Context: an optimization exercise on an open-source flow, tuned for small area, a short achievable clock period and few clock cycles per item. The choices shown serve that exercise and are no tape-out recipe. RTL that was checked went through simulation tests only; none was proved equivalent to the original.

// div_sqrt
module div_sqrt (
    input  wire        clk,
    input  wire        rst,
    input  wire        in_valid,
    output wire        in_ready,
    input  wire        op,         
    input  wire [31:0] a,
    input  wire [31:0] b,
    input  wire [4:0]  s,
    output reg         out_valid,
    output wire [31:0] result,
    output reg         sat
);
    localparam [1:0] S_IDLE = 2'd0, S_NORM = 2'd1, S_ITER = 2'd2, S_FIN = 2'd3;
    reg [1:0]  state;
    reg [5:0]  cnt;           
    reg        r_op;
    reg        r_aneg;        
    reg        r_neg;         
    reg [4:0]  r_s;
    reg [4:0]  za, zb;        
    reg        a_zero, b_zero;
    reg        a_ovf, b_ovf;   
    reg        f_force;       
    reg        f_zero;        
    reg        f_sat;         
    reg        f_neg;         
    reg [33:0] R;             
    reg [31:0] D;             
    reg        Ds;
    reg [33:0] Q;             
    assign in_ready = (state == S_IDLE) || (state == S_FIN);
    wire   accept   = in_valid && in_ready;
    assign result   = Q[31:0];
    wire [31:0] a_abs = a[31] ? (32'd0 - a) : a;
    wire [31:0] r_in  = (op && s[0]) ? {a[30:0], 1'b0} : a_abs;
    function [4:0] lzc32;
        input [31:0] x;
        reg   [15:0] h;
        reg   [7:0]  g;
        reg   [3:0]  f;
        reg   [1:0]  e;
        begin
            lzc32[4] = ~|x[31:16];
            h        = lzc32[4] ? x[15:0] : x[31:16];
            lzc32[3] = ~|h[15:8];
  ...
Settings: LEC_CHECK=0, ABC_CLOCK_PERIOD_IN_PS=4000, CAP_MARGIN=20, CORE_MARGIN=2, CORE_UTILIZATION=40, SETUP_SLACK_MARGIN=3.0, SLEW_MARGIN=20; clock period 7.0 ns.
run.sh (not shown) runs the stock make flow with config.mk's settings and CLKGATE_MAP_FILE= SYNTH_SCRIPT=/design/flow/synth_recipe.tcl, a recipe that flattens the netlist after the stock synthesis.
The baseline completed without violations.
Testbench counts at the start, summed over its fixed seeds: cycles 37,466, items 2,400.
Change:
- ABC_CLOCK_PERIOD_IN_PS: 4000 -> 2500
- SETUP_SLACK_MARGIN: 3.0 -> 3.3
Fmax came out higher by 1.2%. Core utilization came out higher by 3.3 points. Worst hold slack loses 0.0046 ns. Flip-flop and latch count is unchanged. Register-to-register slack gains 0.05 ns. Die area stays the same. Via count came out higher by 1.7%.


The RTL this note starts from:
==> flow/design.v <==
module div_sqrt (
    input  wire        clk,
    input  wire        rst,
    input  wire        in_valid,
    output wire        in_ready,
    input  wire        op,         
    input  wire [31:0] a,
    input  wire [31:0] b,
    input  wire [4:0]  s,
    output reg         out_valid,
    output wire [31:0] result,
    output reg         sat
);
    localparam [1:0] S_IDLE = 2'd0, S_NORM = 2'd1, S_ITER = 2'd2, S_FIN = 2'd3;
    reg [1:0]  state;
    reg [5:0]  cnt;           
    reg        r_op;
    reg        r_aneg;        
    reg        r_neg;         
    reg [4:0]  r_s;
    reg [4:0]  za, zb;        
    reg        a_zero, b_zero;
    reg        a_ovf, b_ovf;   
    reg        f_force;       
    reg        f_zero;        
    reg        f_sat;         
    reg        f_neg;         
    reg [33:0] R;             
    reg [31:0] D;             
    reg        Ds;
    reg [33:0] Q;             
    assign in_ready = (state == S_IDLE) || (state == S_FIN);
    wire   accept   = in_valid && in_ready;
    assign result   = Q[31:0];
    wire [31:0] a_abs = a[31] ? (32'd0 - a) : a;
    wire [31:0] r_in  = (op && s[0]) ? {a[30:0], 1'b0} : a_abs;
    function [4:0] lzc32;
        input [31:0] x;
        reg   [15:0] h;
        reg   [7:0]  g;
        reg   [3:0]  f;
        reg   [1:0]  e;
        begin
            lzc32[4] = ~|x[31:16];
            h        = lzc32[4] ? x[15:0] : x[31:16];
            lzc32[3] = ~|h[15:8];
            g        = lzc32[3] ? h[7:0] : h[15:8];
            lzc32[2] = ~|g[7:4];
            f        = lzc32[2] ? g[3:0] : g[7:4];
            lzc32[1] = ~|f[3:2];
            e        = lzc32[1] ? f[1:0] : f[3:2];
            lzc32[0] = ~e[1];
        end
    endfunction
    wire [4:0]  la_in = lzc32((op && s[0]) ? {a[30:0], 1'b0} : (a ^ {32{a[31]}}));
    wire [4:0]  lb_in = lzc32(b ^ {32{b[31]}});
    wire [4:0]  las   = {za[4:1], 1'b0};         
    wire [31:0] ash   = R[31:0] << (r_op ? las : za);
    wire [32:0] bsh   = {Ds, D} << zb;
    wire        a_sh_ovf = ~ash[31] & ~a_zero;
    wire        b_sh_ovf = Ds & ~|bsh[31:0];
    wire [31:0] an    = {r_op ? ash[31] : ~a_zero, ash[30:0]};
    wire [32:0] bn    = bsh;
    wire [7:0]  e_nov     = {3'd0, r_s} - {3'd0, za} + {3'd0, zb};   
    wire [5:0]  last_sqrt = 6'd16 + {2'd0, r_s[4:1]} - {2'd0, za[4:1]};
    wire [5:0]  last_n    = r_op ? last_sqrt : (e_nov[5:0] + 6'd1);
    reg  [5:0]  last_r;
    reg         lo_m, lo_0, lo_p, hi_m, hi_0, hi_p;    
    wire        e_low     = (a_ovf & ~b_ovf) ? lo_p : (~a_ovf & b_ovf) ? lo_m : lo_0;  
    wire        e_high    = (a_ovf & ~b_ovf) ? hi_p : (~a_ovf & b_ovf) ? hi_m : hi_0;  
    wire [5:0]  q_pos     = last_r - cnt;
    wire        early_sat = Q[0] & (r_neg ? (q_pos > 6'd31) : (q_pos > 6'd30));
    wire        force_c   = r_op ? (r_aneg | a_zero)
                                 : (b_zero | a_zero | e_low | e_high | early_sat);
    wire        fzero_c   = r_op | (b_zero ? a_zero : (a_zero | e_low));
    wire        fsat_c    = r_op ? r_aneg : (b_zero | (~a_zero & (e_high | early_sat)));
    wire        fneg_c    = b_zero ? r_aneg : r_neg;
    wire        force_n   = r_op ? (r_aneg | a_zero) : (b_zero | a_zero);
    wire        fzero_n   = r_op | a_zero;
    wire        fsat_n    = r_op ? r_aneg : b_zero;
    wire        rnd    = (state == S_IDLE) || (state == S_FIN);
    wire        m      = ~R[33];               
    wire        k      = m ^ Ds;               
    wire [35:0] x      = rnd ? 36'd0 : {R[33:0], r_op ? Q[33:32] : 2'b00};
    wire [35:0] t      = {{2{Ds ^ k}}, D ^ {32{k}}, rnd | r_op | k, rnd | r_op | k};
    wire        cin    = rnd ? (r_neg ^ up) : (~r_op & k);
    wire [36:0] sum1   = {x, 1'b1} + {t, cin};            
    wire [35:0] sum    = sum1[36:1];
    wire        qb     = ~sum[35];
    wire [33:0] base   = Q;
    wire [32:0] bh     = base[33:1];
    wire        sticky = |R;                   
    wire        up     = base[0] & (r_op | sticky | base[1]);
    wire        ovf    = r_neg ? (bh[32] | (bh[31] & (|bh[30:0] | up)))
                               : (|bh[32:31] | (&bh[30:0] & up));
    wire [31:0] sres   = sum[33:2];
    wire [31:0] fin_res = f_force ? (f_zero ? 32'd0 : (f_neg ? 32'h8000_0000 : 32'h7FFF_FFFF))
                        : ovf     ? (r_neg ? 32'h8000_0000 : 32'h7FFF_FFFF)
                        :           sres;
    wire        fin_sat = f_force ? f_sat : ovf;
    always @(posedge clk) begin
        if (rst) begin
            state     <= S_IDLE;
            out_valid <= 1'b0;
        end else begin
            out_valid <= (state == S_FIN);
            case (state)
                S_NORM:  state <= force_n ? S_FIN : S_ITER;
                S_ITER:  if (force_c || cnt == last_r) state <= S_FIN;
                default: state <= accept ? S_NORM : S_IDLE;
            endcase
        end
    end
    always @(posedge clk) begin
        sat <= fin_sat;              
        if (accept) begin
            r_op   <= op;
            r_aneg <= a[31];
            r_neg  <= ~op & (a[31] ^ b[31]);
            r_s    <= s;
            za     <= la_in;
            zb     <= lb_in;
            a_zero <= ~|a;
            b_zero <= ~|b;
        end
        case (state)
            S_NORM: begin
                a_ovf   <= a_sh_ovf;
                b_ovf   <= b_sh_ovf;
                cnt     <= {6{~r_op & a_sh_ovf}};    
                last_r  <= last_n;
                lo_m    <= e_nov[7];
                lo_0    <= e_nov[7] & (e_nov != 8'hFF);
                lo_p    <= e_nov[7] & (e_nov < 8'hFE);
                hi_m    <= ~e_nov[7] & (e_nov[6:0] > 7'd33);
                hi_0    <= ~e_nov[7] & (e_nov[6:0] > 7'd32);
                hi_p    <= ~e_nov[7] & (e_nov[6:0] > 7'd31);
                f_force <= force_n;
                f_zero  <= fzero_n;
                f_sat   <= fsat_n;
                f_neg   <= fneg_c;
                if (!r_op) begin
                    R <= {2'b00, an};
                    {Ds, D} <= bn;
                    Q <= 34'd0;
                end else begin
                    R <= 34'd0;
                    {Ds, D} <= 33'd0;
                    Q <= {an, 2'b00};
                end
            end
            S_ITER: begin
                f_force <= force_c;
                f_zero  <= fzero_c;
                f_sat   <= fsat_c;
                f_neg   <= fneg_c;
                cnt     <= cnt + 6'd1;
                if (cnt == last_r)
                    Ds  <= qb ^ r_neg;           
                if (!r_op) begin
                    R <= sum[34:1];
                    Q <= {Q[32:0], qb};
                    if (cnt == last_r)
                        D <= Q[31:0];
                end else begin
                    R <= sum[33:0];
                    if (cnt == last_r) begin
                        Q <= {1'b0, D, qb};
                    end else begin
                        D <= {D[30:0], qb};
                        Q <= {Q[31:0], 2'b00};
                    end
                end
            end
            default: begin   
                Q   <= {2'd0, fin_res};
                cnt <= 6'd0;
                f_force <= force_c;
                f_zero  <= fzero_c;
                f_sat   <= fsat_c;
                f_neg   <= fneg_c;
                R   <= {2'b00, r_in};
                D   <= b;
                Ds  <= b[31];
            end
        endcase
    end
endmodule
make LEC_CHECK=0 ABC_CLOCK_PERIOD_IN_PS=2500 CAP_MARGIN=20 CORE_MARGIN=2 CORE_UTILIZATION=40 SETUP_SLACK_MARGIN=2.8 SLEW_MARGIN=20 finish   # period 7.0 ns
==> next run, changes <==
SETUP_SLACK_MARGIN = 3.0   (was 2.8)
What happened: The changed run finished clean. Synthesized cell count is unchanged. Area after synthesis is unchanged. Non-clock buffer count climbs by 13. Cell area went up by 2.9%. Setup slack gains 0.061 ns.
No run of this note included a check of the RTL's function; only the layout flow was run.

what the ideal ports hide:
In the flow no input, the clock included, has a driving cell. The finished layouts below were timed again as built, in two steps. Step 1: set_driving_cell puts a clkbuf_16 on clk and a buf_2 on each other input, an assumption about the parent block. Step 2 times the ports against the registers' clock, not the clock port: input delays grow and output delays shrink by t, the midpoint of the rising clock arrivals with the driver on. Slacks: ideal ports / drivers / drivers and shift; pairs: ideal ports / drivers.
run	t (ns)	setup slack, ns	worst setup path at the end	worst slew at a driven data input, ns	cell pins on the clock port's net
the first run of note 1	0.523	2.862 / 2.862 / 2.577	input to register	0.05	1
the second run of note 1	0.520	2.910 / 2.910 / 2.639	input to register	0.20	1
the first run of note 2	0.506	2.521 / 2.521 / 2.398	input to register	0.05	1
the second run of note 2	0.515	2.582 / 2.582 / 2.511	input to register	0.05	1
After both steps every run listed still meets setup and hold. For the first run of note 1, which loses most, drivers alone change the setup slack by 0.000 ns; drivers and shift together by -0.285 ns.
